This is an optimization exercise on Yosys and OpenROAD, whose aim is small area and a short achievable clock period, not a production implementation.
Only simulation tests tie the RTL to the original design; equivalence was not proved.

==> design.v <==
module engine_alu (
    input  wire        clk,
    input  wire        rst,        
    input  wire        a_we,       
    input  wire [63:0] a_wdata,
    input  wire        trig,       
    input  wire [4:0]  op,         
    input  wire [63:0] b,          
    output wire [63:0] res         
);
    localparam OP_ADD  = 5'd0;
    localparam OP_SUB  = 5'd1;
    localparam OP_AND  = 5'd2;
    localparam OP_OR   = 5'd3;
    localparam OP_XOR  = 5'd4;
    localparam OP_SHL  = 5'd5;
    localparam OP_SHR  = 5'd6;
    localparam OP_SAR  = 5'd7;
    localparam OP_MUL  = 5'd8;
    localparam OP_EQ   = 5'd9;
    localparam OP_NE   = 5'd10;
    localparam OP_LT   = 5'd11;
    localparam OP_LTU  = 5'd12;
    localparam OP_LE   = 5'd13;
    localparam OP_LEU  = 5'd14;
    localparam OP_MIN  = 5'd15;
    localparam OP_MAX  = 5'd16;
    localparam OP_PASS = 5'd17;
    reg [63:0] a_q;
    reg [63:0] res_q;
    wire [63:0] a = a_we ? a_wdata : a_q;
    wire [5:0]  sh = b[5:0];
    reg [63:0] result;
    always @(*) begin
        case (op)
            OP_ADD:  result = a + b;
            OP_SUB:  result = a - b;
            OP_AND:  result = a & b;
            OP_OR:   result = a | b;
            OP_XOR:  result = a ^ b;
            OP_SHL:  result = a << sh;
            OP_SHR:  result = a >> sh;
            OP_SAR:  result = $signed(a) >>> sh;
            OP_MUL:  result = a * b;
            OP_EQ:   result = {63'd0, a == b};
            OP_NE:   result = {63'd0, a != b};
            OP_LT:   result = {63'd0, $signed(a) < $signed(b)};
            OP_LTU:  result = {63'd0, a < b};
            OP_LE:   result = {63'd0, $signed(a) <= $signed(b)};
            OP_LEU:  result = {63'd0, a <= b};
            OP_MIN:  result = ($signed(a) < $signed(b)) ? a : b;
            OP_MAX:  result = ($signed(a) > $signed(b)) ? a : b;
            OP_PASS: result = b;
            default: result = 64'd0;
        endcase
    end
    always @(posedge clk) begin
        if (rst) begin
            a_q   <= 64'd0;
            res_q <= 64'd0;
        end else begin
            if (a_we)
                a_q <= a_wdata;
            if (trig)
                res_q <= result;
        end
    end
    assign res = res_q;
endmodule
==> run.sh <==
#!/bin/bash
# synth_recipe.tcl (not shown) runs the flow's synth.tcl, then flattens the netlist and writes it again
# the make line also repeats each setting of config.mk as NAME=value (left out here)
make -C /OpenROAD-flow-scripts/flow DESIGN_CONFIG=/design/flow/config.mk WORK_HOME=/design/flow/orfs CLKGATE_MAP_FILE= SYNTH_SCRIPT=/design/flow/synth_recipe.tcl finish
==> config.mk <==
export PLATFORM = sky130hd
export DESIGN_NAME = engine_alu
export DESIGN_NICKNAME = engine_alu
export VERILOG_FILES = /design/flow/design.v
export SDC_FILE = /design/flow/constraint.sdc
export NUM_CORES = 4
export LEC_CHECK = 0
export CAP_MARGIN = 20
export CORE_MARGIN = 2
export CORE_UTILIZATION = 40
export SLEW_MARGIN = 20
==> constraint.sdc <==
create_clock -name core_clock -period 14.0 [get_ports {clk}]
set_input_delay 2.8000 -clock core_clock [delete_from_list [all_inputs] [get_ports {clk}]]
set_output_delay 2.8000 -clock core_clock [all_outputs]
set_load 0.01 [all_outputs]
==> impl_metrics.csv <==
group,metric,value,unit
global_route,grt_pass1_vias,88400,
setup_path,crit_type,"in2reg",
setup_path,crit_top_cell,"fa_1",
sta,fmax,73.6,MHz
placement,hpwl,413000,um
setup_path,rr_worst_depth,36,
sta,drv_slew,0,
detailed_routing,avgViaCountPerCell,6.26,
detailed_routing,wl_per_cell,37.5,um
global_route,grt.overflow.total,0,
setup_path,cp_data_required_time,14.42,ns
synth,yosysMostFrequentCell,"inv_1",
placement,dpl_worst_slack,0.150,ns
setup_path,worstPathArrival,14.01,ns
synth,synth_edf_count,0,
synth,synthFlopType,"dfxtp_1",
clock_tree,path_clk_slew,0.09,ns
synth,synth_nets,13200,
floorplan,io_pins,201,
synth,yosysWarnings,1,
synth,synth_top_area_share,41.6,%
setup_path,crit_path_start_kind,"primary input",
clock_tree,postCtsSetupBuffers,0,
setup_path,slowest_delay,0.79,ns
min_path,holdCritPathClass,"reg2reg",
detailed_routing,drt_iter0_drc,11500,
floorplan,chipWidth,474,um
synth,ys_types,105,
clock_tree,insertion_delay,0.56,ns
sta,relSlewSlack,17.9,%
floorplan,core_area,220000,um2
flow_run,drv_cap,0,
synth,yosysSeqAreaShare,2.90,%
sta,period_needed,13.58,ns
sta,period_share,97.0,%
detailed_routing,drcViolationCount,0,
sta,rsz0062_at_grt,"no",
clock_tree,cts_tree,"done",
floorplan,row_count,172,
setup_path,cp_max_fo,9,
cells_and_area,synthToLayoutAreaGrowth,9.26,%
setup_path,cp_slowest_cell,"mux2i_4",
detailed_routing,antenna_left,0,
clock_tree,root_buffer,"clkbuf_16",
cells_and_area,postLayoutCellArea,96500,um2
outcome,status,"complete, no violations",
global_route,grt_usage,45.5,%
synth,async_flop_share,0,%
clock_tree,cts_buffer_depth,2,
synth,syn_avg_cell_area,8.24,um2
synth,synthCells,10700,
detailed_routing,dr_total_vias,85600,
clock_tree,ctsHoldBuffers,0,
detailed_routing,drt-total-wl,512000,um
clock_tree,cts_max_level,4,
global_route,antenna_found_initial,41,
floorplan,initial_core_util,40.2,%
cells_and_area,drive_above_1_share,9.28,%
sta,worst_slack,0.419,ns
clock_tree,cts_resized,0,
clock_tree,cts_buffers,17,
synth,ys_top_cells_by_count,"inv_1 (2,120), fa_1 (1,833), nand2_1 (1,501), nor2_1 (1,352), clkbuf_1 (523)",
sta,clock_skew,0.0209,ns
detailed_routing,drtPass1Iterations,8,
placement,io_buffers,200,
sta,worst_pin_slew,1.22,ns
floorplan,dieArea,225000,um2
clock_tree,cts.sinks,128,
placement,gp_congestion,1.09,
cells_and_area,layout.nets,13200,
sta,fin_setup_tns,0,ns
placement,placed_cell_area,95900,um2
synth,synth_area,88300,um2
sta,setup_viol,0,
min_path,holdPathStages,2,
global_route,grt_pass1_wl,707000,um
synth,synthTopCellsByArea,"fa_1 (42%), inv_1 (9.0%), ha_1 (7.1%)",
synth,synth_seq_cells,128,
global_route,grt_start_max_net_pins,95,
synth,yosys.area.top_type,"fa_1",
floorplan,die_height,474,um
sta,hold_violations,0,
setup_path,crit_path_end_kind,"flip-flop",
==> worst max-delay path, delay by kind of cell <==
| family | cells | cell delay (ns) |
|---|---|---|
| xor+xnor | 1 | 0.07 |
| buf+inv | 14 | 2.35 |
| fa+ha+maj | 12 | 5.72 |
| simple gates | 4 | 0.73 |
| compound gates | 5 | 1.51 |
| mux | 1 | 0.79 |
==> state kept, by name, indices dropped and copies added (netlist names) <==
register / cells
res_q: 64
a_q: 64
==> logic make-up after synthesis <==
group           synth area share (%)
fa+ha+maj                       48.7
compound gates                  11.2
simple gates                    14.8
mux                             7.89
buf+inv                         12.5
xor+xnor                        1.99
flops                           2.90
==> metrics by stage <==
stage,util [%],hold WS [ns],cells
6_report,44.0,0.466,13700
5_1_grt,44.0,0.493,13700
4_1_cts,43.9,0.468,13700
3_5_place_dp,43.7,0.457,13600
3_3_place_gp,43.7,0.453,13600
2_1_floorplan,-,0.474,10700
==> layout make-up <==
| cell class | count | area [um2] |
|---|---|---|
| fill | 22100 | 123000 |
| multi-input combinational | 7717 | 75100 |
| inverter | 2160 | 8120 |
| timing repair buffer | 744 | 6440 |
| tap | 2871 | 3590 |
| sequential | 128 | 2560 |
| clock buffer | 17 | 425 |
| clock inverter | 15 | 185 |
| antenna | 9 | 22.5 |
==> worst paths after layout <==
path,start,end,slack (ns)
setup reg to reg,a_q[20]$_SDFF_PP0_,res_q[59]$_SDFFE_PP0P_,2.86
hold / removal,res_q[3]$_SDFFE_PP0P_,res_q[3]$_SDFFE_PP0P_,0.47
setup / recovery,a_wdata[20],res_q[59]$_SDFFE_PP0P_,0.42
hold reg to reg,res_q[3]$_SDFFE_PP0P_,res_q[3]$_SDFFE_PP0P_,0.47
==> routing by layer <==
metal	routed length (um)	global-route usage, %	up-vias
met3	62500	13.9	1713
met2	212000	66.5	6217
met5	294	0.411	-
met4	47600	32.7	28
li1	-	-	33600
met1	189000	57.0	44100
==> placed cells by master, fill, tap and decap left out, types with 23 or more instances in the layout <==
master / count
inv_1: 2109
fa_1: 1833
nand2_1: 1499
nor2_1: 1347
buf_4: 512
ha_1: 504
a21oi_1: 357
o21ai_0: 251
mux2i_1: 175
clkdlybuf4s50_1: 175
xnor2_1: 165
mux4_2: 156
dfxtp_1: 128
mux2_2: 106
a221oi_1: 89
nor3_1: 75
nand3_1: 71
o211ai_1: 69
a21o_1: 65
a211oi_1: 59
o21bai_1: 54
a22oi_1: 51
nand4_1: 49
a221o_1: 44
a31oi_1: 39
o31ai_1: 38
o22ai_1: 36
buf_12: 34
nor2b_1: 33
mux2i_4: 32
o221ai_1: 31
xor2_1: 30
inv_2: 28
nor4_1: 28
or3_1: 23
o21ai_1: 23

what the ideal ports hide:
The flow's constraints put no driver on any port. The routed layout listed below was extracted and timed again, unchanged, in two steps.
Step 1: set_driving_cell puts a clkbuf_16 on clk and a buf_2 on each other input, an assumption about the parent block.
Step 2 moves the port delays by t, midway between the first and last clock arrival at a register: inputs arrive t later, outputs are due t later. That takes back most of the time a late clock gives input paths.
Three values: ideal ports, drivers, drivers and shift; two values: the first two.
t (ns): 0.603
setup slack, ns: 0.419 / 0.445 / -0.157
latest minus earliest clock arrival (ns): 0.021 / 0.021
Met with ideal ports but missed after step 2: setup timing in this run. The setup slack of this run moves by +0.026 ns with the drivers and by -0.576 ns with both steps.
